What follows belongs to an exercise in optimizing a design on an open flow for small area and a short achievable clock period; a production flow would make more cautious choices.
Only simulation tests tie the RTL to the original design; equivalence was not proved.
Power is estimated from default activity; no workload was simulated.

### flow/flow/run.sh
#!/bin/bash
set -euo pipefail
bash standard.sh "BUFFER_PORTS_ARGS=-buffer_cell sky130_fd_sc_hd__buf_1" \
  "SETUP_SLACK_MARGIN=10.8" finish > make.log 2>&1
### flow/design.v
module rs108_beat_syn (
    input  wire [39:0] cw,
    input  wire [9:0]  msel,
    output wire [3:0]  s1,
    output wire [9:0]  hit
);
    wire [3:0] s2;
    wire t40 = cw[22] ^ cw[25];
    wire t41 = cw[21] ^ cw[24];
    wire t42 = cw[28] ^ t40;
    wire t43 = cw[19] ^ cw[39];
    wire t44 = cw[13] ^ cw[37];
    wire t45 = cw[23] ^ cw[26];
    wire t46 = cw[10] ^ t43;
    wire t47 = cw[18] ^ cw[38];
    wire t48 = cw[11] ^ cw[17];
    wire t49 = cw[14] ^ cw[20];
    wire t50 = cw[15] ^ t41;
    wire t51 = cw[7] ^ cw[31];
    wire t52 = cw[8] ^ cw[35];
    wire t53 = t46 ^ t51;
    wire t54 = cw[29] ^ t45;
    wire t55 = cw[9] ^ t47;
    wire t56 = cw[36] ^ t42;
    wire t57 = cw[16] ^ t49;
    wire t58 = cw[34] ^ t48;
    wire t59 = cw[32] ^ t52;
    wire t60 = cw[27] ^ cw[30];
    wire t61 = cw[3] ^ cw[12];
    wire t62 = cw[33] ^ cw[35];
    wire t63 = cw[0] ^ t44;
    wire t64 = t50 ^ t61;
    wire t65 = cw[1] ^ t44;
    wire t66 = cw[6] ^ t55;
    wire t67 = t60 ^ t62;
    wire t68 = cw[5] ^ t58;
    wire t69 = t42 ^ t63;
    wire t70 = cw[4] ^ t57;
    wire t71 = t53 ^ t70;
    wire t72 = t50 ^ t59;
    wire t73 = t54 ^ t69;
    wire t74 = t56 ^ t67;
    wire t75 = cw[19] ^ cw[30];
    wire t76 = cw[12] ^ t41;
    wire t77 = cw[6] ^ cw[27];
    wire t78 = cw[33] ^ t40;
    wire t79 = cw[31] ^ cw[37];
    wire t80 = cw[7] ^ cw[20];
    wire t81 = t75 ^ t80;
    wire t82 = cw[2] ^ cw[23];
    wire t83 = cw[22] ^ t48;
    wire t84 = cw[11] ^ cw[24];
    wire t85 = cw[2] ^ t47;
    wire t86 = cw[18] ^ t84;
    wire t87 = cw[39] ^ t49;
    wire t88 = cw[13] ^ t45;
    wire t89 = cw[32] ^ cw[34];
    wire t90 = cw[16] ^ t89;
    wire t91 = t54 ^ t79;
    wire t92 = t55 ^ t76;
    wire t93 = t58 ^ t65;
    wire t94 = t85 ^ t87;
    wire t95 = t65 ^ t81;
    wire t96 = t78 ^ t82;
    wire t97 = t52 ^ t77;
    wire t98 = t57 ^ t86;
    wire t99 = t46 ^ t56;
    wire t100 = t72 ^ t91;
    wire t101 = t43 ^ t64;
    wire t102 = cw[38] ^ t93;
    wire t103 = t64 ^ t68;
    wire t104 = t72 ^ t95;
    wire t105 = t73 ^ t90;
    wire t106 = t71 ^ t96;
    wire t107 = t74 ^ t102;
    wire t108 = t66 ^ t83;
    wire t109 = t68 ^ t94;
    wire t110 = t73 ^ t98;
    wire t111 = t66 ^ t101;
    wire t112 = t104 ^ t108;
    wire t113 = t88 ^ t103;
    wire t114 = t53 ^ t105;
    wire t115 = t74 ^ t111;
    wire t116 = t100 ^ t109;
    wire t117 = t99 ^ t113;
    wire t118 = t71 ^ t107;
    wire t119 = t97 ^ t110;
    wire t120 = t92 ^ t106;
    assign s1[0] = t114;
    assign s1[1] = t118;
    assign s1[2] = t116;
    assign s1[3] = t115;
    assign s2[0] = t119;
    assign s2[1] = t112;
    assign s2[2] = t120;
    assign s2[3] = t117;
    wire [9:0] eq;
    assign eq[0] = ~((s2[0] ^ s1[0]) | (s2[1] ^ s1[1]) | (s2[2] ^ s1[2]) | (s2[3] ^ s1[3]));
    assign eq[1] = ~((s2[0] ^ s1[3]) | (s2[1] ^ s1[0] ^ s1[3]) | (s2[2] ^ s1[1]) | (s2[3] ^ s1[2]));
    assign eq[2] = ~((s2[0] ^ s1[2]) | (s2[1] ^ s1[2] ^ s1[3]) | (s2[2] ^ s1[0] ^ s1[3]) | (s2[3] ^ s1[1]));
    assign eq[3] = ~((s2[0] ^ s1[1]) | (s2[1] ^ s1[1] ^ s1[2]) | (s2[2] ^ s1[2] ^ s1[3]) | (s2[3] ^ s1[0] ^ s1[3]));
    assign eq[4] = ~((s2[0] ^ s1[0] ^ s1[3]) | (s2[1] ^ s1[0] ^ s1[1] ^ s1[3]) | (s2[2] ^ s1[1] ^ s1[2]) | (s2[3] ^ s1[2] ^ s1[3]));
    assign eq[5] = ~((s2[0] ^ s1[2] ^ s1[3]) | (s2[1] ^ s1[0] ^ s1[2]) | (s2[2] ^ s1[0] ^ s1[1] ^ s1[3]) | (s2[3] ^ s1[1] ^ s1[2]));
    assign eq[6] = ~((s2[0] ^ s1[1] ^ s1[2]) | (s2[1] ^ s1[1] ^ s1[3]) | (s2[2] ^ s1[0] ^ s1[2]) | (s2[3] ^ s1[0] ^ s1[1] ^ s1[3]));
    assign eq[7] = ~((s2[0] ^ s1[0] ^ s1[1] ^ s1[3]) | (s2[1] ^ s1[0] ^ s1[2] ^ s1[3]) | (s2[2] ^ s1[1] ^ s1[3]) | (s2[3] ^ s1[0] ^ s1[2]));
    assign eq[8] = ~((s2[0] ^ s1[0] ^ s1[2]) | (s2[1] ^ s1[1] ^ s1[2] ^ s1[3]) | (s2[2] ^ s1[0] ^ s1[2] ^ s1[3]) | (s2[3] ^ s1[1] ^ s1[3]));
    assign eq[9] = ~((s2[0] ^ s1[1] ^ s1[3]) | (s2[1] ^ s1[0] ^ s1[1] ^ s1[2] ^ s1[3]) | (s2[2] ^ s1[1] ^ s1[2] ^ s1[3]) | (s2[3] ^ s1[0] ^ s1[2] ^ s1[3]));
    assign hit = eq & msel;
endmodule
module rs108_beat_dec (
    input  wire [31:0] raw,
    input  wire [3:0]  s1,
    input  wire [9:0]  hit,
    output wire [31:0] data,
    output wire        bad,
    output wire [3:0]  loc
);
    assign loc[0] = hit[1] | hit[3] | hit[5] | hit[7] | hit[9];
    assign loc[1] = hit[2] | hit[3] | hit[6] | hit[7];
    assign loc[2] = hit[4] | hit[5] | hit[6] | hit[7];
    assign loc[3] = hit[8] | hit[9];
    assign bad = ~|hit;
    assign data[0] = raw[0] ^ (hit[0] & (s1[0]));
    assign data[1] = raw[1] ^ (hit[0] & (s1[1]));
    assign data[2] = raw[2] ^ (hit[0] & (s1[2]));
    assign data[3] = raw[3] ^ (hit[0] & (s1[3]));
    assign data[4] = raw[4] ^ (hit[1] & (s1[0] ^ s1[1]));
    assign data[5] = raw[5] ^ (hit[1] & (s1[2]));
    assign data[6] = raw[6] ^ (hit[1] & (s1[3]));
    assign data[7] = raw[7] ^ (hit[1] & (s1[0]));
    assign data[8] = raw[8] ^ (hit[2] & (s1[0] ^ s1[1] ^ s1[2]));
    assign data[9] = raw[9] ^ (hit[2] & (s1[3]));
    assign data[10] = raw[10] ^ (hit[2] & (s1[0]));
    assign data[11] = raw[11] ^ (hit[2] & (s1[0] ^ s1[1]));
    assign data[12] = raw[12] ^ (hit[3] & (s1[0] ^ s1[1] ^ s1[2] ^ s1[3]));
    assign data[13] = raw[13] ^ (hit[3] & (s1[0]));
    assign data[14] = raw[14] ^ (hit[3] & (s1[0] ^ s1[1]));
    assign data[15] = raw[15] ^ (hit[3] & (s1[0] ^ s1[1] ^ s1[2]));
    assign data[16] = raw[16] ^ (hit[4] & (s1[1] ^ s1[2] ^ s1[3]));
    assign data[17] = raw[17] ^ (hit[4] & (s1[0] ^ s1[1]));
    assign data[18] = raw[18] ^ (hit[4] & (s1[0] ^ s1[1] ^ s1[2]));
    assign data[19] = raw[19] ^ (hit[4] & (s1[0] ^ s1[1] ^ s1[2] ^ s1[3]));
    assign data[20] = raw[20] ^ (hit[5] & (s1[0] ^ s1[2] ^ s1[3]));
    assign data[21] = raw[21] ^ (hit[5] & (s1[0] ^ s1[1] ^ s1[2]));
    assign data[22] = raw[22] ^ (hit[5] & (s1[0] ^ s1[1] ^ s1[2] ^ s1[3]));
    assign data[23] = raw[23] ^ (hit[5] & (s1[1] ^ s1[2] ^ s1[3]));
    assign data[24] = raw[24] ^ (hit[6] & (s1[1] ^ s1[3]));
    assign data[25] = raw[25] ^ (hit[6] & (s1[0] ^ s1[1] ^ s1[2] ^ s1[3]));
    assign data[26] = raw[26] ^ (hit[6] & (s1[1] ^ s1[2] ^ s1[3]));
    assign data[27] = raw[27] ^ (hit[6] & (s1[0] ^ s1[2] ^ s1[3]));
    assign data[28] = raw[28] ^ (hit[7] & (s1[0] ^ s1[2]));
    assign data[29] = raw[29] ^ (hit[7] & (s1[1] ^ s1[2] ^ s1[3]));
    assign data[30] = raw[30] ^ (hit[7] & (s1[0] ^ s1[2] ^ s1[3]));
    assign data[31] = raw[31] ^ (hit[7] & (s1[1] ^ s1[3]));
endmodule
module rs108_line_dec (
    input  wire         clk,
    input  wire         rst,
    input  wire         in_valid,
    input  wire [319:0] in_data,
    input  wire         in_mark_en,
    input  wire [3:0]   in_mark_dev,
    input  wire         in_retry_en,
    input  wire         in_reread,
    output reg          out_valid,
    output reg          out_last,
    output reg  [255:0] out_data,
    output reg  [2:0]   out_kind,
    output reg  [3:0]   out_dev,
    output reg  [3:0]   out_beat
);
    reg       second_q;
    reg       mark_en_q;
    reg [3:0] mark_dev_q;
    reg       retry_en_q;
    reg       reread_q;
    reg [255:0] raw_q;
    reg [31:0]  s1_q;
    reg [79:0]  hit_q;
    reg [7:0]   nz_q;
    wire       mark_en  = second_q ? mark_en_q  : in_mark_en;
    wire [3:0] mark_dev = second_q ? mark_dev_q : in_mark_dev;
    wire [9:0] msel;
    genvar g;
    generate
        for (g = 0; g < 10; g = g + 1) begin : sel
            assign msel[g] = ~mark_en | (mark_dev == g);
        end
    endgenerate
    reg       wbad_q;
    reg [2:0] wbadb_q;
    reg       wnz_q;
    reg [2:0] wnzb_q;
    reg [3:0] wloc_q;
    wire [31:0] s1;
    wire [79:0] hit;
    wire [7:0]  nz_in;
    generate
        for (g = 0; g < 8; g = g + 1) begin : sy
            rs108_beat_syn u_syn (
                .cw   (in_data[40*g +: 40]),
                .msel (msel),
                .s1   (s1[4*g +: 4]),
                .hit  (hit[10*g +: 10])
            );
            assign nz_in[g] = |s1[4*g +: 4];
        end
    endgenerate
    always @(posedge clk) begin
        if (rst) begin
            second_q  <= 1'b0;
            out_valid <= 1'b0;
        end else begin
            out_valid <= in_valid;
            if (in_valid)
                second_q <= ~second_q;
        end
        if (in_valid && !second_q) begin
            mark_en_q  <= in_mark_en;
            mark_dev_q <= in_mark_dev;
            retry_en_q <= in_retry_en;
            reread_q   <= in_reread;
        end
        out_last <= second_q;
        s1_q     <= s1;
        hit_q    <= hit;
        nz_q     <= nz_in;
    end
    generate
        for (g = 0; g < 8; g = g + 1) begin : rw
            always @(posedge clk) raw_q[32*g +: 32] <= in_data[40*g +: 32];
        end
    endgenerate
    wire [255:0] dec_data;
    wire [7:0]   bad;
    wire [7:0]   nz = nz_q;
    wire [31:0]  loc;
    generate
        for (g = 0; g < 8; g = g + 1) begin : beat
            rs108_beat_dec u_dec (
                .raw  (raw_q[32*g +: 32]),
                .s1   (s1_q[4*g +: 4]),
                .hit  (hit_q[10*g +: 10]),
                .data (dec_data[32*g +: 32]),
                .bad  (bad[g]),
                .loc  (loc[4*g +: 4])
            );
        end
    endgenerate
    reg [3:0] floc;
    reg       seen;
    integer k;
    always @* begin
        floc = 4'd0;
        seen = 1'b0;
        for (k = 0; k < 8; k = k + 1) begin
            if (nz[k] && !seen) floc = floc | loc[4*k +: 4];
            seen = seen | nz[k];
        end
    end
    function [2:0] first;
        input [7:0] v;
        integer n;
        begin
            first = 3'd0;
            for (n = 7; n >= 0; n = n - 1)
                if (v[n]) first = n;
        end
    endfunction
    always @(posedge clk) begin
        if (out_valid && !out_last) begin
            wbad_q  <= |bad;
            wbadb_q <= first(bad);
            wnz_q   <= |nz;
            wnzb_q  <= first(nz);
            wloc_q  <= floc;
        end
    end
    wire hbad = |bad;
    wire hnz  = |nz;
    wire lbad = wbad_q | hbad;
    always @* begin
        out_data = dec_data;
        if (mark_en_q) begin
            if (lbad)
                out_kind = (retry_en_q && !reread_q) ? 3'd4 : 3'd5;
            else
                out_kind = reread_q ? 3'd3 : 3'd2;
            out_dev = mark_dev_q;
        end else begin
            if (lbad)
                out_kind = 3'd5;
            else if (wnz_q || hnz)
                out_kind = 3'd1;
            else
                out_kind = 3'd0;
            if (lbad)
                out_dev = 4'hf;
            else if (wnz_q)
                out_dev = wloc_q;
            else if (hnz)
                out_dev = floc;
            else
                out_dev = 4'hf;
        end
        if (wbad_q)
            out_beat = {1'b0, wbadb_q};
        else if (hbad)
            out_beat = {1'b1, first(bad)};
        else if (mark_en_q)
            out_beat = 4'd0;
        else if (wnz_q)
            out_beat = {1'b0, wnzb_q};
        else if (hnz)
            out_beat = {1'b1, first(nz)};
        else
            out_beat = 4'd0;
    end
endmodule
### flow/standard.sh
#!/bin/bash
# synth_recipe.tcl (not shown) runs the flow's synth.tcl, then flattens the netlist and writes it again
# the make line also repeats each setting of config.mk as NAME=value (left out here)
make -C /OpenROAD-flow-scripts/flow DESIGN_CONFIG=/design/flow/config.mk WORK_HOME=/design/flow/orfs CLKGATE_MAP_FILE= SYNTH_SCRIPT=/design/flow/synth_recipe.tcl "${@:-finish}"
### flow/config.mk
export PLATFORM = sky130hd
export DESIGN_NAME = rs108_line_dec
export DESIGN_NICKNAME = rs108_line_dec
export VERILOG_FILES = /design/flow/design.v
export SDC_FILE = /design/flow/constraint.sdc
export NUM_CORES = 4
export LEC_CHECK = 0
export CAP_MARGIN = 20
export CORE_MARGIN = 2
export CORE_UTILIZATION = 60
export SLEW_MARGIN = 20
### flow/constraint.sdc
create_clock -name core_clock -period 16.5 [get_ports {clk}]
set_input_delay 3.3000 -clock core_clock [delete_from_list [all_inputs] [get_ports {clk}]]
set_output_delay 3.3000 -clock core_clock [all_outputs]
set_load 0.01 [all_outputs]
==> flow_summary.yaml, run 1 <==
run_status:
  status: "timing/DRC/antenna clean"
logic_synthesis:
  yosysSeqAreaShare: 0.333
  synthMuxAreaShare: 0.00919
  synth_edf_count: 19
  ys_types: 71
  synth_compound_area_frac: 0.0529
  synthAdderAreaFrac: 0
  synth-seq-cells: 398
  synthArstFlopShare: 0
  synth-main-ff-cell: "dfxtp_1"
  syn_inst: 2478
  yosys.area_share.simple: 0.132
  syn_area_sq_um: 24500
  synthXorXnorAreaFrac: 0.458
  synth_top_family_by_area: "XOR/XNOR gates"
  ys_warn_count: 1
  synth_fp_nets: 2808
  syn_avg_cell_area_sq_um: 9.89
timing:
  hold_ws_ps: 615
  final-hold-violation-count: 0
  tns_ps: 0
  final_min_period_over_clock_period: 0.360
  fmax_mhz: 168
  rsz0062_at_grt: "true"
  setup_violations: 0
  relSlewSlack: 0.227
  min_period_ps: 5950
  slew_violations: 0
  worst_slew_pin_slew_ps: 1130
  skew_ps: 20.6
  fin_ws_ps: 10550
routing:
  avgViaCountPerCell: 5.47
  wirelength_um: 74600
  first_pass_iters: 7
  routed-via-count: 20500
  final_antenna_net_count: 0
  drt-initial-drc-count: 1715
  routedWlPerCell_um: 19.9
  drc: 0
cts:
  clk_pin_slew_ps: 60
  ctsLongestPathBuffers: 3
  cts.sinks: 398
  cts_tree: "yes"
  cts_buffers: 45
  hold_buffers: 0
  clk_latency_ps: 580
  cts-root-buf: "clkbuf_16"
  htreeDepth: 2
power_and_ir_drop:
  total_power_uw: 7980
  p_seq_frac: 0.169
  clkPwrFrac: 0.128
  power_frac_comb: 0.703
  p_leak_uw: 0.0117
  switching_share: 0.472
  p_sw_uw: 3760
  power_density_nw_per_um2: 254
  ir_drop_mv: 0.152
  internal-power_uw: 4210
placed_design:
  detailedPlace.worstSlack_ps: 9650
  gp_congestion: 0.939
  portBuffers: 598
  hpwl_um: 55400
  place_inst: 3557
hold_path:
  min_to: "out_last$_DFF_P_"
  hold_depth: 0
  hold_start: "second_q$_SDFFE_PP0P_"
  hp-class: "register to register"
finish:
  layout_common_cells: "672 x xnor2_1, 585 x buf_1, 333 x dfxtp_1, 303 x nand2_1, 164 x xor2_1"
  area_growth_pct: 28.4
  drive_gt1_frac: 0.156
  nNetsFinal: 3509
  layout.cells.non_filler: 3746
  mostFrequentLayoutCell: "xnor2_1"
floorplan:
  core_sq_um: 40600
  dieArea_sq_um: 42500
  io_pins: 599
  start_util: 0.604
  die_w_um: 206
  core.rowCount: 74
  die_h_um: 206
setup_path:
  crit_required_ps: 13200
  regToRegSetupSlack_ps: 13500
  end_kind: "primary output"
  r2r_start: "second_q$_SDFFE_PP0P_"
  worstSetupPathType: "register to primary output"
  rr_worst_depth: 5
  reg2reg_to: "hit_q[12]$_DFF_P_"
  cp_max_fo: 6
  start_kind: "register"
  arrival_ps: 2650
global_route:
  antenna_found_initial: 7
  grt_use_total: 0.327
  first_global_vias: 19454
  grt_max_degree: 21
  grt_pass1_wl_um: 107000
  overflow: 0
flow_run:
  cap_violations: 0
-- cell type report --
class / count / area (sq um)
fill: 2831 / 9090
sequential: 398 / 8250
tap: 532 / 666
timing repair buffer: 714 / 3210
multi-input combinational: 1987 / 17700
clock inverter: 9 / 124
antenna: 4 / 10.0
clock buffer: 69 / 1360
inverter: 33 / 143
-- how the worst max path moves through the flow --
stage,cells after the start,from,slack (ps),end
after CTS,10,hit_q[35]$_DFF_P_,10540,out_dev[0]
after detailed placement,10,in_data[62],9650,hit_q[16]$_DFF_P_
after global placement,10,in_data[60],9760,hit_q[16]$_DFF_P_
after global routing,10,hit_q[35]$_DFF_P_,10490,out_kind[0]
final,7,hit_q[55]$_DFF_P_,10550,out_dev[0]
after floorplan,10,in_data[19],10730,hit_q[9]$_DFF_P_
-- worst max-delay path, stage by stage (launching register included) --
cell	delay, ps
dfxtp_2	370
or4_1	550
o21ai_1	180
o21ai_0	170
a211o_1	360
o22ai_1	190
a22oi_2	90
buf_6	170
-- per-layer routing --
layer	track usage	vias up	share of wire
met4	0.118	6	0.039
met5	0	-	0.00056
met1	0.411	9837	0.40
li1	-	9587	-
met2	0.563	883	0.49
met3	0.0588	187	0.069
-- flip-flops by register name, summed over array words and instances, names as in the netlist --
name / count
wnzb_q: 3
hit_q: 80
second_q: 1
wnz_q: 1
wbadb_q: 3
s1_q: 32
mark_dev_q: 4
out_last: 1
raw_q: 256
reread_q: 1
nz_q: 8
mark_en_q: 1
wloc_q: 4
retry_en_q: 1
wbad_q: 1
out_valid: 1
-- cells in the mapped netlist, types with 5 or more instances --
cell | n | area [sq um]
a221oi_1 | 12 | 105
clkbuf_1 | 48 | 180
nand4_1 | 15 | 93.8
o21ai_0 | 37 | 185
dfxtp_1 | 379 | 7590
mux2i_1 | 18 | 180
nand3_1 | 52 | 260
edfxtp_1 | 19 | 571
nor2b_1 | 23 | 144
and3_1 | 5 | 31.3
a31oi_1 | 6 | 37.5
inv_1 | 26 | 97.6
and2_1 | 16 | 100
a22oi_1 | 12 | 90.1
nand2b_1 | 16 | 100
a211oi_1 | 28 | 210
xnor2_1 | 739 | 6470
nand2_1 | 304 | 1140
nor4_1 | 27 | 169
or3_1 | 32 | 200
or2_2 | 6 | 37.5
nand3b_1 | 11 | 82.6
xnor3_1 | 75 | 1690
a21oi_1 | 43 | 215
o22ai_1 | 9 | 56.3
xor3_1 | 7 | 166
or4_1 | 25 | 188
buf_2 | 8 | 40.0
xnor2_2 | 33 | 537
xnor2_4 | 8 | 220
nor3b_1 | 5 | 37.5
xor2_2 | 6 | 97.6
nor3_1 | 41 | 205
xor2_1 | 225 | 1970
nor2_1 | 88 | 330
a2111oi_0 | 12 | 105
-- power by group through the flow --
| stage | clock network [uW] | logic (uW) | registers [uW] |
|---|---|---|---|
| 2_1_floorplan | 0 | 3870 | 1190 |
| 3_3_place_gp | 0 | 4580 | 1320 |
| 3_5_place_dp | 0 | 4690 | 1320 |
| 4_1_cts | 1030 | 4920 | 1340 |
| 5_1_grt | 1060 | 6060 | 1360 |
| 6_report | 1020 | 5610 | 1350 |
-- repair_timing --
item | CTS | global route
setup endpoints to repair | 90 | 86
pin swaps | 18 | 44
resized for setup | 165 | 120
gates cloned | 0 | 1
setup buffers | 19 | 87
-- metrics by stage --
step	instance area [sq um]	utilization
6_report	31500	0.776
5_1_grt	31500	0.776
4_1_cts	29900	0.738
3_5_place_dp	27600	0.680
3_3_place_gp	27600	0.680
2_1_floorplan	24800	-
-- kinds of logic (layout without fill, tap and decap cells) --
kind of cell	count (synthesis)	in the layout
flops	398	398
buf+inv	94	825
simple gates	677	677
other cells	0	4
mux	21	21
xor+xnor	1096	1097
compound gates	192	192
==> inputs of run 2 (changes only) <==
==> flow/flow/run.sh (replaced) <==
#!/bin/bash
set -euo pipefail
bash standard.sh "BUFFER_PORTS_ARGS=-buffer_cell sky130_fd_sc_hd__buf_1" \
  "SETUP_SLACK_MARGIN=10.5" finish > make.log 2>&1
--- a/flow/config.mk
+++ b/flow/config.mk
@@ -9,3 +9,4 @@
 export CORE_MARGIN = 2
-export CORE_UTILIZATION = 60
+export CORE_UTILIZATION = 70
+export CTS_CLUSTER_SIZE = 50
 export SLEW_MARGIN = 20
==> flow_summary.yaml, run 2 <==
run_status:
  status: "timing/DRC/antenna clean"
cts:
  clk_pin_slew_ps: 60
  htreeDepth: 2
  cts_buffers: 44
  cts.sinks: 398
  ctsLongestPathBuffers: 3
  cts_tree: "yes"
  cts-root-buf: "clkbuf_16"
  clk_latency_ps: 590
timing:
  hold_ws_ps: 604
  skew_ps: 25.7
  final-hold-violation-count: 0
  relSlewSlack: 0.221
  worst_slew_pin_slew_ps: 1170
  fmax_mhz: 165
  slew_violations: 0
  min_period_ps: 6050
  rsz0062_at_grt: "true"
  final_min_period_over_clock_period: 0.367
  setup_violations: 0
  tns_ps: 0
  fin_ws_ps: 10450
logic_synthesis:
  syn_avg_cell_area_sq_um: 9.89
  yosysSeqAreaShare: 0.333
  yosysMostFrequentCell: "xnor2_1"
  ys_types: 71
  synth_fp_nets: 2808
  synthTopCellsByCount: "739 x xnor2_1, 379 x dfxtp_1, 304 x nand2_1"
  yosysTopAreaCell: "dfxtp_1"
  synth-main-ff-cell: "dfxtp_1"
  synthArstFlopShare: 0
  syn_area_sq_um: 24500
  syn_inst: 2478
  netlist.area_leader.share: 0.310
  synth_area_leaders: "dfxtp_1 31%, xnor2_1 26%, xor2_1 8.0%"
  synth_edf_count: 19
  synth-seq-cells: 398
  ys_warn_count: 1
floorplan:
  io_pins: 599
  core.rowCount: 68
  die_w_um: 191
  die_h_um: 191
  start_util: 0.709
  dieArea_sq_um: 36500
  core_sq_um: 34500
hold_path:
  hp-class: "register to register"
  hold_start: "second_q$_SDFFE_PP0P_"
  hold_depth: 0
  min_to: "out_last$_DFF_P_"
finish:
  fillers: 1938
  nNetsFinal: 3423
  mostFrequentLayoutCell: "xnor2_1"
  largest_register_ffs: 256
  multi_input_area_sq_um: 16700
  area_growth_pct: 20.7
  layout_common_cells: "726 x xnor2_1, 591 x buf_1, 344 x dfxtp_1, 303 x nand2_1, 199 x xor2_1"
  drive_gt1_frac: 0.0953
  largestRegisters: "raw_q x256, hit_q x80, s1_q x32"
  regArea_sq_um: 8230
  layout.cells.non_filler: 3588
  largest_register: "raw_q"
power_and_ir_drop:
  switching_share: 0.488
  clkPwrFrac: 0.138
  internal-power_uw: 3760
  total_power_uw: 7350
  ir_drop_mv: 0.152
  p_leak_uw: 0.0109
  power_density_nw_per_um2: 249
  p_sw_uw: 3590
  power_frac_comb: 0.680
  p_seq_frac: 0.182
setup_path:
  rr_worst_depth: 4
  reg2reg_to: "hit_q[0]$_DFF_P_"
  arrival_ps: 2750
  worstSetupPathType: "register to primary output"
  end_kind: "primary output"
  start_kind: "register"
  regToRegSetupSlack_ps: 13690
  r2r_start: "second_q$_SDFFE_PP0P_"
  crit_path_start: "hit_q[35]$_DFF_P_"
  cp_max_fo: 5
  crit_required_ps: 13200
routing:
  routed-via-count: 20819
  avgViaCountPerCell: 5.80
  first_pass_iters: 6
  routedWlPerCell_um: 21.0
  final_antenna_net_count: 0
  wirelength_um: 75500
  drt-initial-drc-count: 1727
  drc: 0
placed_design:
  portBuffers: 598
  hpwl_um: 55500
  detailedPlace.worstSlack_ps: 9550
  place_inst: 3481
  gp_congestion: 0.963
global_route:
  first_global_vias: 20754
  overflow: 0
  grt_use_total: 0.390
  grt_max_degree: 22
  antenna_found_initial: 6
  grt_pass1_wl_um: 110000
flow_run:
  cap_violations: 0
-- run 2: worst max-delay path: stages, from the launching register on --
cell and delay, ps:
dfxtp_4 340, or4_4 530, and3b_2 280, or2_4 130, or2_4 110, nand2b_4 160, nor2_4 60, nor2_1 120
nor2_1 70, a21oi_1 190, buf_4 170
-- run 2: worst max-delay path by stage --
stage                              to  slack, ps  cells past startpoint
global placement    hit_q[17]$_DFF_P_       9700                      9
detailed placement  hit_q[17]$_DFF_P_       9550                      9
floorplan            hit_q[9]$_DFF_P_      10530                      9
global route        hit_q[29]$_DFF_P_      10280                      8
CTS                        out_dev[0]      10410                      8
finish                    out_kind[0]      10450                     10
-- run 2: power groups by stage --
stage,combinational [uW],clock [uW],sequential [uW]
6_report,5000,1010,1340
5_1_grt,5390,1060,1350
4_1_cts,4730,1020,1310
3_5_place_dp,4620,0,1320
3_3_place_gp,4460,0,1310
2_1_floorplan,3790,0,1190
-- run 2: layout make-up --
class                   instances  area share
diodes                          6    0.000508
clock buffers                  64      0.0432
clock inverters                16     0.00660
inverters                      33     0.00440
multi-input cells            1986       0.563
flip-flops and latches        398       0.278
well taps                     455      0.0192
repair buffers                630      0.0850
-- run 2: cell families after synthesis --
family,Yosys count,synth area share
buf+inv,94,0.0152
mux,21,0.00919
simple gates,677,0.132
compound gates,192,0.0529
xor+xnor,1096,0.458
flops,398,0.333
-- run 2: metrics by stage --
step | instance area [sq um] | util
4_1_cts | 29000 | 0.840
5_1_grt | 29600 | 0.856
3_3_place_gp | 27200 | 0.787
2_1_floorplan | 24500 | -
3_5_place_dp | 27200 | 0.787
6_report | 29600 | 0.856
-- run 2: per-layer routing --
| layer | track usage | part of all wire | vias to the layer above |
|---|---|---|---|
| met5 | 0 | 0.00017 | - |
| met4 | 0.209 | 0.052 | 2 |
| met3 | 0.0841 | 0.083 | 261 |
| met2 | 0.667 | 0.49 | 1156 |
| met1 | 0.457 | 0.37 | 9939 |
| li1 | - | - | 9461 |
-- run 2: repair_timing --
action                                  4_1_cts  5_1_grt
pin swaps                                     4        7
buffers inserted                              6       15
gates resized for setup                      75       84
hold buffers                                  0        0
endpoints found under the setup margin       48       59
==> inputs of run 3 (changes only) <==
--- a/flow/config.mk
+++ b/flow/config.mk
@@ -10,3 +10,3 @@
 export CORE_UTILIZATION = 70
-export CTS_CLUSTER_SIZE = 50
+export CTS_CLUSTER_SIZE = 30
 export SLEW_MARGIN = 20
==> flow_summary.yaml, run 3 <==
run_status:
  status: "timing/DRC/antenna clean"
timing:
  slew_violations: 0
  tns_ps: 0
  worst_slew_pin_slew_ps: 1170
  final_min_period_over_clock_period: 0.369
  hold_ws_ps: 620
  setup_violations: 0
  final-hold-violation-count: 0
  relSlewSlack: 0.220
  skew_ps: 23.2
  min_period_ps: 6080
  fmax_mhz: 164
  rsz0062_at_grt: "true"
finish:
  area_growth_pct: 20.8
  largest_register_ffs: 256
  mostFrequentLayoutCell: "xnor2_1"
  drive_gt1_frac: 0.0961
  largestRegisters: "raw_q x256, hit_q x80, s1_q x32"
  layout_common_cells: "727 x xnor2_1, 591 x buf_1, 346 x dfxtp_1, 303 x nand2_1, 198 x xor2_1"
  largest_register: "raw_q"
  nNetsFinal: 3420
placed_design:
  portBuffers: 598
  hpwl_um: 55500
  gp_congestion: 0.963
cts:
  cts-root-buf: "clkbuf_16"
  clk_pin_slew_ps: 60
  clk_latency_ps: 580
  ctsLongestPathBuffers: 3
  cts_buffers: 44
  cts.sinks: 398
  cts_tree: "yes"
  htreeDepth: 2
logic_synthesis:
  synthArstFlopShare: 0
  yosysMostFrequentCell: "xnor2_1"
  syn_inst: 2478
  yosysTopAreaCell: "dfxtp_1"
  synthTopCellsByCount: "739 x xnor2_1, 379 x dfxtp_1, 304 x nand2_1"
  syn_area_sq_um: 24500
  syn_avg_cell_area_sq_um: 9.89
  synth-main-ff-cell: "dfxtp_1"
  netlist.area_leader.share: 0.310
  yosysSeqAreaShare: 0.333
  ys_types: 71
  synth_area_leaders: "dfxtp_1 31%, xnor2_1 26%, xor2_1 8.0%"
  synth_fp_nets: 2808
  ys_warn_count: 1
  synth_edf_count: 19
  synth-seq-cells: 398
floorplan:
  start_util: 0.709
  core_sq_um: 34500
  die_w_um: 191
  io_pins: 599
  core.rowCount: 68
  die_h_um: 191
  dieArea_sq_um: 36500
routing:
  routed-via-count: 20818
  first_pass_iters: 7
  wirelength_um: 75600
  drc: 0
  final_antenna_net_count: 0
  avgViaCountPerCell: 5.81
  routedWlPerCell_um: 21.1
  drt-initial-drc-count: 1802
global_route:
  first_global_vias: 20782
  grtUsageMet3: 0.0710
  antenna_found_initial: 4
  overflow: 0
  grt_use_total: 0.392
  grt_max_degree: 22
  busiest_layer: "met2"
  met1_usage: 0.463
  grt_pass1_wl_um: 111000
  globalRouteMet2Util: 0.676
setup_path:
  cp_max_fo: 5
  crit_required_ps: 13200
  start_kind: "register"
  max_stage_delay_ps: 530
  end_kind: "primary output"
  arrival_ps: 2780
  worstSetupPathType: "register to primary output"
  cp_top_family: "simple AND/OR/NAND/NOR gates"
  crit_slowest_cell: "or4_4"
  crit_buf_inv: 1
  crit_chain: "or4_4, and3b_2, or2_4, or2_4, nand2b_4, nor2_4, nor2_1, nor2_1, a21oi_1, buf_4"
hold_path:
  hp-class: "register to register"
flow_run:
  cap_violations: 0
power_and_ir_drop:
  ir_drop_mv: 0.160
  p_leak_uw: 0.0109
  power_density_nw_per_um2: 249
  total_power_uw: 7370
[run 3: cell type report]
class	count	area, sq um
timing repair buffer	627	2480
multi-input combinational	1986	16700
tap	455	569
antenna	4	10.0
clock buffer	63	1320
sequential	398	8220
fill	1942	4940
clock inverter	16	188
inverter	33	130
[run 3: per-stage QoR]
stage | setup WS [ps] | instance area (sq um) | util | cells
after floorplan | 10530 | 24500 | - | 2478
after global placement | 9700 | 27200 | 0.787 | 3481
after detailed placement | 9550 | 27200 | 0.787 | 3481
after CTS | 10410 | 29000 | 0.841 | 3566
after global routing | 10400 | 29600 | 0.857 | 3582
final | 10420 | 29600 | 0.857 | 3582
[run 3: final timing paths]
path / from / endpoint / slack (ps) / cells past startpoint
hold reg to reg: second_q$_SDFFE_PP0P_ / out_last$_DFF_P_ / 620 / 0
setup reg to reg: second_q$_SDFFE_PP0P_ / hit_q[12]$_DFF_P_ / 13730 / 5
hold / removal: second_q$_SDFFE_PP0P_ / out_last$_DFF_P_ / 620 / 0
setup / recovery: hit_q[35]$_DFF_P_ / out_kind[0] / 10420 / 10
[run 3: timing repair]
action,CTS,global route
hold buffers,0,0
setup endpoints to repair,49,62
buffers inserted,6,12
gates resized for setup,75,84
pin swaps,5,8
endpoints found under the hold margin,0,0
gates cloned,0,0
[run 3: power by group]
| part | total, uW | internal (uW) | switching (uW) |
|---|---|---|---|
| sequential | 1330 | 1120 | 218 |
| combinational | 5000 | 2040 | 2960 |
| clock | 1030 | 620 | 413 |
| total | 7370 | 3780 | 3590 |
[run 3: cells by family after synthesis]
kind of cell              after synthesis  share of synthesized area
AOI/OAI and AO/OA                     192                     0.0529
xor gates and xnor gates             1096                      0.458
muxes                                  21                    0.00919
buffers and inverters                  94                     0.0152
DFF                                   398                      0.333
and+or+nand+nor                       677                      0.132
[run 3: per-layer routing]
layer,vias to the layer above,share of wire
met4,0,0.054
met1,9963,0.37
met5,-,0
met2,1141,0.49
met3,266,0.083
li1,9448,-
==> inputs of run 4 (changes only) <==
--- a/flow/config.mk
+++ b/flow/config.mk
@@ -10,3 +10,3 @@
 export CORE_UTILIZATION = 70
-export CTS_CLUSTER_SIZE = 30
+export CTS_BUF_LIST = sky130_fd_sc_hd__clkbuf_8
 export SLEW_MARGIN = 20
==> flow_summary.yaml, run 4 <==
floorplan:
  die_w_um: 191
  core_sq_um: 34500
  core.rowCount: 68
  dieArea_sq_um: 36500
  start_util: 0.709
  die_h_um: 191
  io_pins: 599
setup_path:
  regToRegSetupSlack_ps: 13730
  cp_max_fo: 9
  rr_worst_depth: 4
  crit_required_ps: 16990
  start_kind: "primary input"
  worstSetupPathType: "primary input to register"
  end_kind: "register"
  reg2reg_to: "hit_q[2]$_DFF_P_"
  arrival_ps: 6540
  r2r_start: "mark_en_q$_DFFE_PP_"
routing:
  drt-initial-drc-count: 1614
  routedWlPerCell_um: 20.5
  wirelength_um: 74400
  final_antenna_net_count: 0
  drc: 0
  first_pass_iters: 9
  avgViaCountPerCell: 5.74
  routed-via-count: 20790
finish:
  fillers: 1989
  nNetsFinal: 3445
  regArea_sq_um: 8230
  layout_common_cells: "732 x xnor2_1, 591 x buf_1, 341 x dfxtp_1, 304 x nand2_1, 200 x xor2_1"
  largestRegisters: "raw_q x256, hit_q x80, s1_q x32"
  mostFrequentLayoutCell: "xnor2_1"
  largest_register: "raw_q"
  multi_input_area_sq_um: 16600
  drive_gt1_frac: 0.102
  area_growth_pct: 20.0
  largest_register_ffs: 256
logic_synthesis:
  synthXorXnorAreaFrac: 0.458
  synth-main-ff-cell: "dfxtp_1"
  ys_warn_count: 1
  yosysTopAreaCell: "dfxtp_1"
  synthAdderAreaFrac: 0
  synth_top_family_by_area: "XOR/XNOR gates"
  synth_edf_count: 19
  synthMuxAreaShare: 0.00919
  synth_area_leaders: "dfxtp_1 31%, xnor2_1 26%, xor2_1 8.0%"
  synth-seq-cells: 398
  synth_fp_nets: 2808
  netlist.area_leader.share: 0.310
  synthArstFlopShare: 0
  yosysSeqAreaShare: 0.333
  ys_types: 71
  syn_avg_cell_area_sq_um: 9.89
  yosys.area_share.simple: 0.132
  yosysMostFrequentCell: "xnor2_1"
  synthTopCellsByCount: "739 x xnor2_1, 379 x dfxtp_1, 304 x nand2_1"
  synth_compound_area_frac: 0.0529
  syn_inst: 2478
  syn_area_sq_um: 24500
hold_path:
  hp-class: "register to register"
  hold_start: "second_q$_SDFFE_PP0P_"
  hold_depth: 0
  min_to: "out_last$_DFF_P_"
cts:
  cts_tree: "yes"
  clk_latency_ps: 640
  clk_pin_slew_ps: 60
  cts.sinks: 398
  ctsLongestPathBuffers: 3
  htreeDepth: 3
  hold_buffers: 0
  cts-root-buf: "clkbuf_8"
  cts_buffers: 70
run_status:
  status: "timing/DRC/antenna clean"
timing:
  skew_ps: 34.1
  fmax_mhz: 165
  worst_slew_pin_slew_ps: 1180
  min_period_ps: 6040
  final_min_period_over_clock_period: 0.366
  setup_violations: 0
  final-hold-violation-count: 0
  rsz0062_at_grt: "true"
  relSlewSlack: 0.209
  slew_violations: 0
  tns_ps: 0
power_and_ir_drop:
  p_leak_uw: 0.0109
  ir_drop_mv: 0.172
  total_power_uw: 7160
  power_density_nw_per_um2: 243
placed_design:
  portBuffers: 598
  hpwl_um: 55500
  gp_congestion: 0.963
global_route:
  grt_max_degree: 22
  antenna_found_initial: 6
  grt_use_total: 0.386
  overflow: 0
  first_global_vias: 20765
  grt_pass1_wl_um: 109000
flow_run:
  cap_violations: 0
## run 4: cell counts after synthesis
Identical to the previous run, type by type.
## run 4: layer usage
layer,vias to the layer above,GRT usage,routed length [um],share of wire
met5,-,0,0,0
met4,0,0.212,3830,0.051
met3,252,0.0694,5950,0.080
met2,1111,0.661,36500,0.49
met1,9928,0.460,28100,0.38
li1,9499,-,-,-
## run 4: cells by family after synthesis
| group | Yosys count |
|---|---|
| compound gates | 192 |
| xor+xnor | 1096 |
| buf+inv | 94 |
| flops | 398 |
| mux | 21 |
| simple gates | 677 |
## run 4: critical path, cell delays in order
cell and delay (ps):
buf_1 140, xnor2_1 450, xnor3_1 490, xnor2_1 220
xnor2_1 670, nor2_1 110, or2_2 360, or3_1 310
a2111oi_0 470
## run 4: cell type report
class,count,area share
antenna,6,0.000511
clock buffer,86,0.0403
clock inverter,35,0.00515
inverter,33,0.00451
multi-input combinational,1986,0.566
sequential,398,0.280
tap,455,0.0194
timing repair buffer,626,0.0848
## run 4: timing repair
item,CTS,global route
pin swaps,2,15
buffers inserted,4,13
setup endpoints to repair,44,63
resized for setup,86,83
## run 4: power breakdown
| part | switching, uW | leakage (uW) | internal [uW] | total, uW |
|---|---|---|---|---|
| Sequential | 220 | 0.00337 | 1120 | 1340 |
| Clock | 421 | 0.000778 | 468 | 889 |
| Combinational | 2910 | 0.00675 | 2020 | 4930 |
| Total | 3550 | 0.0109 | 3610 | 7160 |
## run 4: how the worst max path moves through the flow
stage / from / end / cells after the start
floorplan: in_data[35] / hit_q[9]$_DFF_P_ / 9
global placement: in_data[63] / hit_q[17]$_DFF_P_ / 9
detailed placement: in_data[63] / hit_q[17]$_DFF_P_ / 9
CTS: hit_q[71]$_DFF_P_ / out_dev[0] / 8
global route: in_data[263] / hit_q[63]$_DFF_P_ / 9
finish: in_data[263] / hit_q[63]$_DFF_P_ / 9
## run 4: stage by stage
step	cells	hold WS [ps]	setup WS [ps]	utilization	instance area [sq um]
floorplan	2478	405	10530	-	24500
global placement	3481	568	9700	0.787	27200
finish	3625	597	10460	0.851	29400
global route	3623	633	10280	0.851	29400
detailed placement	3481	586	9550	0.787	27200
CTS	3606	589	10400	0.836	28900
==> inputs of run 5 (changes only) <==
--- a/flow/config.mk
+++ b/flow/config.mk
@@ -10,3 +10,2 @@
 export CORE_UTILIZATION = 70
-export CTS_BUF_LIST = sky130_fd_sc_hd__clkbuf_8
 export SLEW_MARGIN = 20
==> flow_summary.yaml, run 5 <==
global_route:
  antenna_found_initial: 4
  grt_pass1_wl_um: 111000
  grt_use_total: 0.392
  overflow: 0
  first_global_vias: 20782
  grt_max_degree: 22
finish:
  nNetsFinal: 3420
  largest_register: "raw_q"
  drive_gt1_frac: 0.0961
  multi_input_area_sq_um: 16700
  fillers: 1942
  largest_register_ffs: 256
  area_growth_pct: 20.8
  largestRegisters: "raw_q x256, hit_q x80, s1_q x32"
  regArea_sq_um: 8220
  stdcell_area_sq_um: 29600
  fin_util: 0.857
  mostFrequentLayoutCell: "xnor2_1"
  layout_common_cells: "727 x xnor2_1, 591 x buf_1, 346 x dfxtp_1, 303 x nand2_1, 198 x xor2_1"
routing:
  routedWlPerCell_um: 21.1
  wirelength_um: 75600
  drt-initial-drc-count: 1802
  avgViaCountPerCell: 5.81
  final_antenna_net_count: 0
  routed-via-count: 20818
  first_pass_iters: 7
  drc: 0
logic_synthesis:
  netlist.area_leader.share: 0.310
  ys_types: 71
  synth-seq-cells: 398
  synthArstFlopShare: 0
  synth-main-ff-cell: "dfxtp_1"
  synth_area_leaders: "dfxtp_1 31%, xnor2_1 26%, xor2_1 8.0%"
  syn_inst: 2478
  yosysTopAreaCell: "dfxtp_1"
  synthTopCellsByCount: "739 x xnor2_1, 379 x dfxtp_1, 304 x nand2_1"
  syn_avg_cell_area_sq_um: 9.89
  yosysMostFrequentCell: "xnor2_1"
  syn_area_sq_um: 24500
  yosysSeqAreaShare: 0.333
  synth_edf_count: 19
  synth_fp_nets: 2808
  ys_warn_count: 1
power_and_ir_drop:
  p_leak_uw: 0.0109
  clkPwrFrac: 0.140
  total_power_uw: 7370
  power_frac_comb: 0.679
  internal-power_uw: 3780
  power_density_nw_per_um2: 249
  p_sw_uw: 3590
  p_seq_frac: 0.181
  ir_drop_mv: 0.160
  switching_share: 0.487
floorplan:
  core_sq_um: 34500
  start_util: 0.709
  die_h_um: 191
  io_pins: 599
  core.rowCount: 68
  die_w_um: 191
  dieArea_sq_um: 36500
timing:
  rsz0062_at_grt: "true"
  skew_ps: 23.2
  setup_violations: 0
  relSlewSlack: 0.220
  final-hold-violation-count: 0
  tns_ps: 0
  fin_ws_ps: 10420
  fmax_mhz: 164
  worst_slew_pin_slew_ps: 1170
  final_min_period_over_clock_period: 0.369
  min_period_ps: 6080
  slew_violations: 0
cts:
  clk_pin_slew_ps: 60
  clk_latency_ps: 580
  cts_buffers: 44
  cts_tree: "yes"
  htreeDepth: 2
  cts-root-buf: "clkbuf_16"
  cts.sinks: 398
  ctsLongestPathBuffers: 3
setup_path:
  crit_required_ps: 13200
  arrival_ps: 2780
  worstSetupPathType: "register to primary output"
  end_kind: "primary output"
  start_kind: "register"
  cp_max_fo: 5
placed_design:
  gp_congestion: 0.963
  hpwl_um: 55500
  detailedPlace.worstSlack_ps: 9550
  dpl_cell_area_sq_um: 27200
  portBuffers: 598
hold_path:
  hp-class: "register to register"
flow_run:
  cap_violations: 0
run_status:
  status: "timing/DRC/antenna clean"
## run 5: cell types whose count changed in the layout (fill, tap and decap cells not counted), sizes merged
cell | before | now
clkinv | 6 | 12
inv | 57 | 31
clkbuf | 86 | 64
bufinv | 0 | 4
clkinvlp | 5 | 2
diode | 6 | 4
## run 5: kinds of logic after synthesis
| kind of cell | count (synthesis) | share of synthesized area |
|---|---|---|
| simple gates | 677 | 0.132 |
| xor+xnor | 1096 | 0.458 |
| buf+inv | 94 | 0.0152 |
| flops | 398 | 0.333 |
| compound gates | 192 | 0.0529 |
| mux | 21 | 0.00919 |
## run 5: final timing paths
kind	startpoint	endpoint	slack, ps	cells past startpoint
hold / removal	second_q$_SDFFE_PP0P_	out_last$_DFF_P_	620	0
hold reg to reg	second_q$_SDFFE_PP0P_	out_last$_DFF_P_	620	0
setup reg to reg	second_q$_SDFFE_PP0P_	hit_q[12]$_DFF_P_	13730	5
setup / recovery	hit_q[35]$_DFF_P_	out_kind[0]	10420	10
## run 5: power by group through the flow
stage	Sequential, uW	Combinational, uW	Clock (uW)
2_1_floorplan	1190	3790	0
3_3_place_gp	1310	4460	0
3_5_place_dp	1320	4620	0
4_1_cts	1310	4720	1030
5_1_grt	1340	5390	1070
6_report	1330	5000	1030
## run 5: area by class of cell
cell class / instances / share of cell area
Sequential cell: 398 / 0.278
Tap cell: 455 / 0.0192
Clock buffer: 63 / 0.0447
Timing Repair Buffer: 627 / 0.0839
Inverter: 33 / 0.00440
Clock inverter: 16 / 0.00634
Multi-Input combinational cell: 1986 / 0.563
Antenna cell: 4 / 0.000338
## run 5: per-stage QoR
| stage | std cells | hold WS, ps |
|---|---|---|
| finish | 3582 | 620 |
| global route | 3582 | 646 |
| CTS | 3566 | 602 |
| detailed placement | 3481 | 586 |
| global placement | 3481 | 568 |
| floorplan | 2478 | 405 |
## run 5: worst max-delay path: stages, from the launching register on
cell,delay (ps)
dfxtp_4,340
or4_4,530
and3b_2,270
or2_4,130
or2_4,120
nand2b_4,150
nor2_4,60
nor2_1,100
nor2_1,70
a21oi_1,240
buf_4,190
## run 5: what timing repair did
item,CTS,global route
buffers inserted,6,12
setup endpoints to repair,49,62
gates resized for setup,75,84
pin swaps,5,8
hold buffers,0,0
## run 5: layer usage
layer  track usage  part of all wire  vias to the layer above
li1              -                 -                     9448
met1         0.463              0.37                     9963
met2         0.676              0.49                     1141
met3        0.0710             0.083                      266
met4         0.212             0.054                        0
met5             0                 0                        -
==> inputs of run 6 (changes only) <==
==> flow/flow/run.sh (replaced) <==
#!/bin/bash
set -euo pipefail
bash standard.sh "BUFFER_PORTS_ARGS=-buffer_cell sky130_fd_sc_hd__buf_1" \
  "SETUP_SLACK_MARGIN=10.4" finish > make.log 2>&1
==> flow_summary.yaml, run 6 <==
placed_design:
  gp_congestion: 0.963
  portBuffers: 598
  hpwl_um: 55500
timing:
  skew_ps: 25.6
  worst_slew_pin_slew_ps: 1160
  min_period_ps: 6170
  tns_ps: 0
  slew_violations: 0
  relSlewSlack: 0.224
  setup_violations: 0
  fmax_mhz: 162
  rsz0062_at_grt: "true"
  final-hold-violation-count: 0
  final_min_period_over_clock_period: 0.374
power_and_ir_drop:
  p_leak_uw: 0.0107
  ir_drop_mv: 0.176
  power_density_nw_per_um2: 247
finish:
  drive_gt1_frac: 0.0771
  fin_util: 0.844
  nNetsFinal: 3408
  fillers: 2036
  largestRegisters: "raw_q x256, hit_q x80, s1_q x32"
  layout_common_cells: "733 x xnor2_1, 592 x buf_1, 360 x dfxtp_1, 304 x nand2_1, 206 x xor2_1"
  largest_register: "raw_q"
  largest_register_ffs: 256
  mostFrequentLayoutCell: "xnor2_1"
  area_growth_pct: 19.0
logic_synthesis:
  syn_inst: 2478
  ys_warn_count: 1
  yosysSeqAreaShare: 0.333
  synth_fp_nets: 2808
  netlist.area_leader.share: 0.310
  synthTopCellsByCount: "739 x xnor2_1, 379 x dfxtp_1, 304 x nand2_1"
  ys_types: 71
  synth_edf_count: 19
  synth-main-ff-cell: "dfxtp_1"
  syn_area_sq_um: 24500
  synth-seq-cells: 398
  synthArstFlopShare: 0
  yosysMostFrequentCell: "xnor2_1"
  yosysTopAreaCell: "dfxtp_1"
  synth_area_leaders: "dfxtp_1 31%, xnor2_1 26%, xor2_1 8.0%"
  syn_avg_cell_area_sq_um: 9.89
cts:
  ctsLongestPathBuffers: 3
  cts_buffers: 44
  cts.sinks: 398
  clk_pin_slew_ps: 60
  hold_buffers: 0
  cts_tree: "yes"
  clk_latency_ps: 580
  cts-root-buf: "clkbuf_16"
  htreeDepth: 2
setup_path:
  crit_path_start: "nz_q[0]$_DFF_P_"
  reg2reg_to: "hit_q[12]$_DFF_P_"
  crit_cells: 7
  arrival_ps: 2870
  rr_worst_depth: 5
  crit_chain: "nand2b_1, nor4_1, o22ai_1, or3_1, o22ai_1, a21oi_1, buf_2"
  start_kind: "register"
  regToRegSetupSlack_ps: 13700
  crit_top_cell: "o22ai_1"
  cp_max_fo: 10
  worstSetupPathType: "register to primary output"
  crit_slowest_cell: "dfxtp_1"
  cp_top_family: "simple AND/OR/NAND/NOR gates"
  r2r_start: "second_q$_SDFFE_PP0P_"
  crit_required_ps: 13200
  end_kind: "primary output"
  endpoint: "out_dev[1]"
  crit_buf_inv: 1
  max_stage_delay_ps: 600
routing:
  first_pass_iters: 6
  drc: 0
  routed-via-count: 20527
  drt-initial-drc-count: 1718
  wirelength_um: 74200
  avgViaCountPerCell: 5.75
  final_antenna_net_count: 0
  routedWlPerCell_um: 20.8
floorplan:
  core_sq_um: 34500
  io_pins: 599
  dieArea_sq_um: 36500
  die_w_um: 191
  core.rowCount: 68
  start_util: 0.709
  die_h_um: 191
global_route:
  first_global_vias: 20719
  grt_pass1_wl_um: 110000
  grt_max_degree: 22
  grt_use_total: 0.388
  overflow: 0
  antenna_found_initial: 5
run_status:
  status: "timing/DRC/antenna clean"
flow_run:
  cap_violations: 0
hold_path:
  hp-class: "register to register"
run 6: cell count changes in the layout (fill, tap and decap cells not counted), sizes merged:
cell,change
buf,-11
clkbuf,-1
diode,+1
run 6: cell families (layout without fill, tap and decap cells):
logic type	Yosys count	count (layout)	synth area share
compound gates	192	192	0.0529
xor+xnor	1096	1096	0.458
buf+inv	94	727	0.0152
flops	398	398	0.333
mux	21	21	0.00919
other cells	0	5	0
simple gates	677	677	0.132
run 6: metal layers:
| layer | GRT usage | part of all wire | vias to the layer above |
|---|---|---|---|
| met3 | 0.0721 | 0.079 | 251 |
| met4 | 0.211 | 0.051 | 4 |
| li1 | - | - | 9414 |
| met5 | 0 | 0.00038 | - |
| met1 | 0.457 | 0.38 | 9787 |
| met2 | 0.670 | 0.49 | 1071 |
run 6: worst min-delay path by stage:
stage | startpoint | to | slack (ps) | cells past startpoint
2_1_floorplan | second_q$_SDFFE_PP0P_ | out_last$_DFF_P_ | 410 | 0
3_3_place_gp | second_q$_SDFFE_PP0P_ | out_last$_DFF_P_ | 570 | 0
3_5_place_dp | second_q$_SDFFE_PP0P_ | out_last$_DFF_P_ | 590 | 0
4_1_cts | second_q$_SDFFE_PP0P_ | out_last$_DFF_P_ | 600 | 0
5_1_grt | second_q$_SDFFE_PP0P_ | out_last$_DFF_P_ | 650 | 0
6_report | second_q$_SDFFE_PP0P_ | out_last$_DFF_P_ | 620 | 0
run 6: through the flow:
step / hold WS [ps] / total power (uW) / setup slack (ps) / cell area, sq um / std cells
2_1_floorplan: 405 / 4980 / 10530 / 24500 / 2478
3_3_place_gp: 568 / 5770 / 9700 / 27200 / 3481
3_5_place_dp: 586 / 5940 / 9550 / 27200 / 3481
4_1_cts: 602 / 7030 / 10370 / 28800 / 3561
5_1_grt: 646 / 7640 / 10210 / 29200 / 3570
6_report: 620 / 7210 / 10330 / 29200 / 3571
run 6: timing repair:
| item | 4_1_cts | 5_1_grt |
|---|---|---|
| setup buffers | 1 | 5 |
| resized for setup | 44 | 42 |
| cloned | 0 | 0 |
| pin swaps | 2 | 0 |
| endpoints found under the setup margin | 20 | 51 |
| hold endpoints to repair | 0 | 0 |
run 6: area by class of cell:
type                            count  area, sq um  area share
Clock inverter                     16          188     0.00644
Tap cell                          455          569      0.0195
Sequential cell                   398         8200       0.281
Antenna cell                        5         12.5    0.000429
Clock buffer                       63         1320      0.0454
Timing Repair Buffer              615         2380      0.0817
Inverter                           33          130     0.00446
Multi-Input combinational cell   1986        16400       0.561
run 6: power by group:
group | switching, uW | internal (uW) | leakage [uW] | total (uW)
logic | 2890 | 1970 | 0.00662 | 4860
clock network | 412 | 619 | 0.000754 | 1030
registers | 209 | 1110 | 0.00336 | 1320
==> inputs of run 7 (changes only) <==
==> flow/flow/run.sh (replaced) <==
#!/bin/bash
set -euo pipefail
bash standard.sh "BUFFER_PORTS_ARGS=-buffer_cell sky130_fd_sc_hd__buf_1" \
  "SETUP_SLACK_MARGIN=10.6" finish > make.log 2>&1
==> flow_summary.yaml, run 7 <==
logic_synthesis:
  syn_avg_cell_area_sq_um: 9.89
  synth-main-ff-cell: "dfxtp_1"
  synth_area_leaders: "dfxtp_1 31%, xnor2_1 26%, xor2_1 8.0%"
  synth-seq-cells: 398
  synth_fp_nets: 2808
  syn_area_sq_um: 24500
  syn_inst: 2478
  synth_edf_count: 19
  netlist.area_leader.share: 0.310
  yosysMostFrequentCell: "xnor2_1"
  yosysSeqAreaShare: 0.333
  yosysTopAreaCell: "dfxtp_1"
  synthArstFlopShare: 0
  ys_types: 71
  synthTopCellsByCount: "739 x xnor2_1, 379 x dfxtp_1, 304 x nand2_1"
  ys_warn_count: 1
floorplan:
  start_util: 0.709
  core_sq_um: 34500
  dieArea_sq_um: 36500
  core.rowCount: 68
  die_h_um: 191
  io_pins: 599
  die_w_um: 191
global_route:
  antenna_found_initial: 10
  overflow: 0
  grt_max_degree: 22
  grt_pass1_wl_um: 111000
  first_global_vias: 20577
  grt_use_total: 0.394
timing:
  slew_violations: 0
  rsz0062_at_grt: "true"
  fmax_mhz: 167
  tns_ps: 0
  skew_ps: 12.3
  worst_slew_pin_slew_ps: 1020
  min_period_ps: 5980
  final-hold-violation-count: 0
  setup_violations: 0
  final_min_period_over_clock_period: 0.363
  relSlewSlack: 0.319
finish:
  mostFrequentLayoutCell: "xnor2_1"
  largest_register: "raw_q"
  fin_util: 0.883
  layout_common_cells: "707 x xnor2_1, 589 x buf_1, 340 x dfxtp_1, 302 x nand2_1, 186 x xor2_1"
  area_growth_pct: 24.4
  nNetsFinal: 3459
  largest_register_ffs: 256
  largestRegisters: "raw_q x256, hit_q x80, s1_q x32"
  drive_gt1_frac: 0.125
setup_path:
  arrival_ps: 2680
  end_kind: "primary output"
  crit_buf_inv: 2
  worstSetupPathType: "register to primary output"
  crit_required_ps: 13200
  cp_top_family: "simple AND/OR/NAND/NOR gates"
  crit_slowest_cell: "or4_4"
  crit_chain: "or4_4, and3b_2, or2_4, or2_4, nand2b_4, nor2_4, inv_4, nor2_4, a21oi_2, buf_4"
  start_kind: "register"
  cp_max_fo: 5
  max_stage_delay_ps: 530
flow_run:
  cap_violations: 0
hold_path:
  hp-class: "register to register"
power_and_ir_drop:
  p_leak_uw: 0.0113
  power_density_nw_per_um2: 256
  ir_drop_mv: 0.140
run_status:
  status: "timing/DRC/antenna clean"
cts:
  clk_latency_ps: 580
  cts-root-buf: "clkbuf_16"
  ctsLongestPathBuffers: 3
  htreeDepth: 2
  clk_pin_slew_ps: 60
  cts_tree: "yes"
  cts_buffers: 43
  cts.sinks: 398
routing:
  routedWlPerCell_um: 22.2
  avgViaCountPerCell: 5.91
  routed-via-count: 21421
  first_pass_iters: 6
  drc: 0
  wirelength_um: 80400
  final_antenna_net_count: 0
  drt-initial-drc-count: 2119
placed_design:
  portBuffers: 598
  gp_congestion: 0.970
  hpwl_um: 55600
==> run 7: cell counts after synthesis <==
No cell type changed its count.
==> run 7: worst paths after layout <==
path                         start                to  slack [ps]  cells past startpoint
max              hit_q[37]$_DFF_P_        out_dev[3]       10520                     10
max reg2reg    mark_en_q$_DFFE_PP_  hit_q[2]$_DFF_P_       13780                      4
min reg2reg  second_q$_SDFFE_PP0P_  out_last$_DFF_P_         630                      0
min          second_q$_SDFFE_PP0P_  out_last$_DFF_P_         630                      0
==> run 7: area by class of cell <==
class                   count  area [sq um]
diodes                      8          20.0
clock buffers              69          1380
clock inverters             9           199
fillers                  1756          4060
inverters                  33           140
multi-input cells        1986         17200
flip-flops and latches    398          8230
well taps                 455           569
repair buffers            667          2800
==> run 7: report_power, final <==
group          internal, uW  switching (uW)  leakage [uW]
registers              1120             231       0.00337
logic                  2240            3130       0.00716
clock network           666             419      0.000773
==> run 7: routing by layer <==
layer	routed length, um	share of wire	track usage
met4	4870	0.061	0.196
met3	7220	0.090	0.0824
met2	39600	0.49	0.682
met5	24	0.00030	0
met1	28700	0.36	0.464
==> run 7: kinds of logic (layout without fill, tap and decap cells) <==
kind of cell           count (synthesis)  count (layout)  share of synthesized area
flip-flops                           398             398                      0.333
multiplexers                          21              21                    0.00919
AO/OA/AOI/OAI                        192             192                     0.0529
other                                  0               8                          0
XOR/XNOR                            1096            1096                      0.458
AND/OR/NAND/NOR                      677             677                      0.132
buffers and inverters                 94             778                     0.0152
==> run 7: per-stage QoR <==
stage / instances / area [sq um] / power [uW] / hold slack [ps] / setup slack [ps]
floorplan: 2478 / 24500 / 4990 / 405 / 10600
global placement: 3477 / 27200 / 5760 / 572 / 9670
detailed placement: 3477 / 27200 / 5920 / 600 / 9610
CTS: 3562 / 29400 / 7160 / 608 / 10420
global route: 3621 / 30500 / 8200 / 651 / 10380
finish: 3625 / 30500 / 7810 / 631 / 10520
==> run 7: what timing repair did <==
item / 4_1_cts / 5_1_grt
hold buffers: 0 / 0
setup buffers: 7 / 55
pin swaps: 11 / 30
setup endpoints to repair: 82 / 77
gates resized for setup: 123 / 115

re-timing with driven ports:
No port has a modelled driver above. Below, the same layouts with a new extraction and two added sets of constraints.
Step 1 sets driving cells, clkbuf_16 on the clock port and buf_2 on the other inputs (assumed; they add their load-dependent delay and slew).
Step 2 also shifts input and output timing later by t, the mid clock arrival at the registers, as if the neighbouring blocks saw the same clock.
Three values: ideal ports, drivers, drivers and shift; two values: the first two.
run	shift t [ns]	slack for setup (ns)	worst hold slack (ns)
run 1	0.627	10.554 / 10.496 / 10.243	0.615 / 0.615 / 0.615
run 2	0.634	10.449 / 10.390 / 9.871	0.604 / 0.604 / 0.604
run 3	0.626	10.416 / 10.357 / 9.958	0.620 / 0.620 / 0.620
run 4	0.678	10.456 / 10.413 / 9.811	0.597 / 0.597 / 0.597
run 5	0.626	10.416 / 10.357 / 9.958	0.620 / 0.620 / 0.620
run 6	0.625	10.326 / 10.268 / 9.884	0.620 / 0.620 / 0.620
run 7	0.630	10.517 / 10.463 / 9.965	0.631 / 0.631 / 0.631
After both steps setup and hold are still met in every run listed. The setup slack of run 4, which loses most, moves by -0.043 ns with the drivers and by -0.645 ns with both steps.
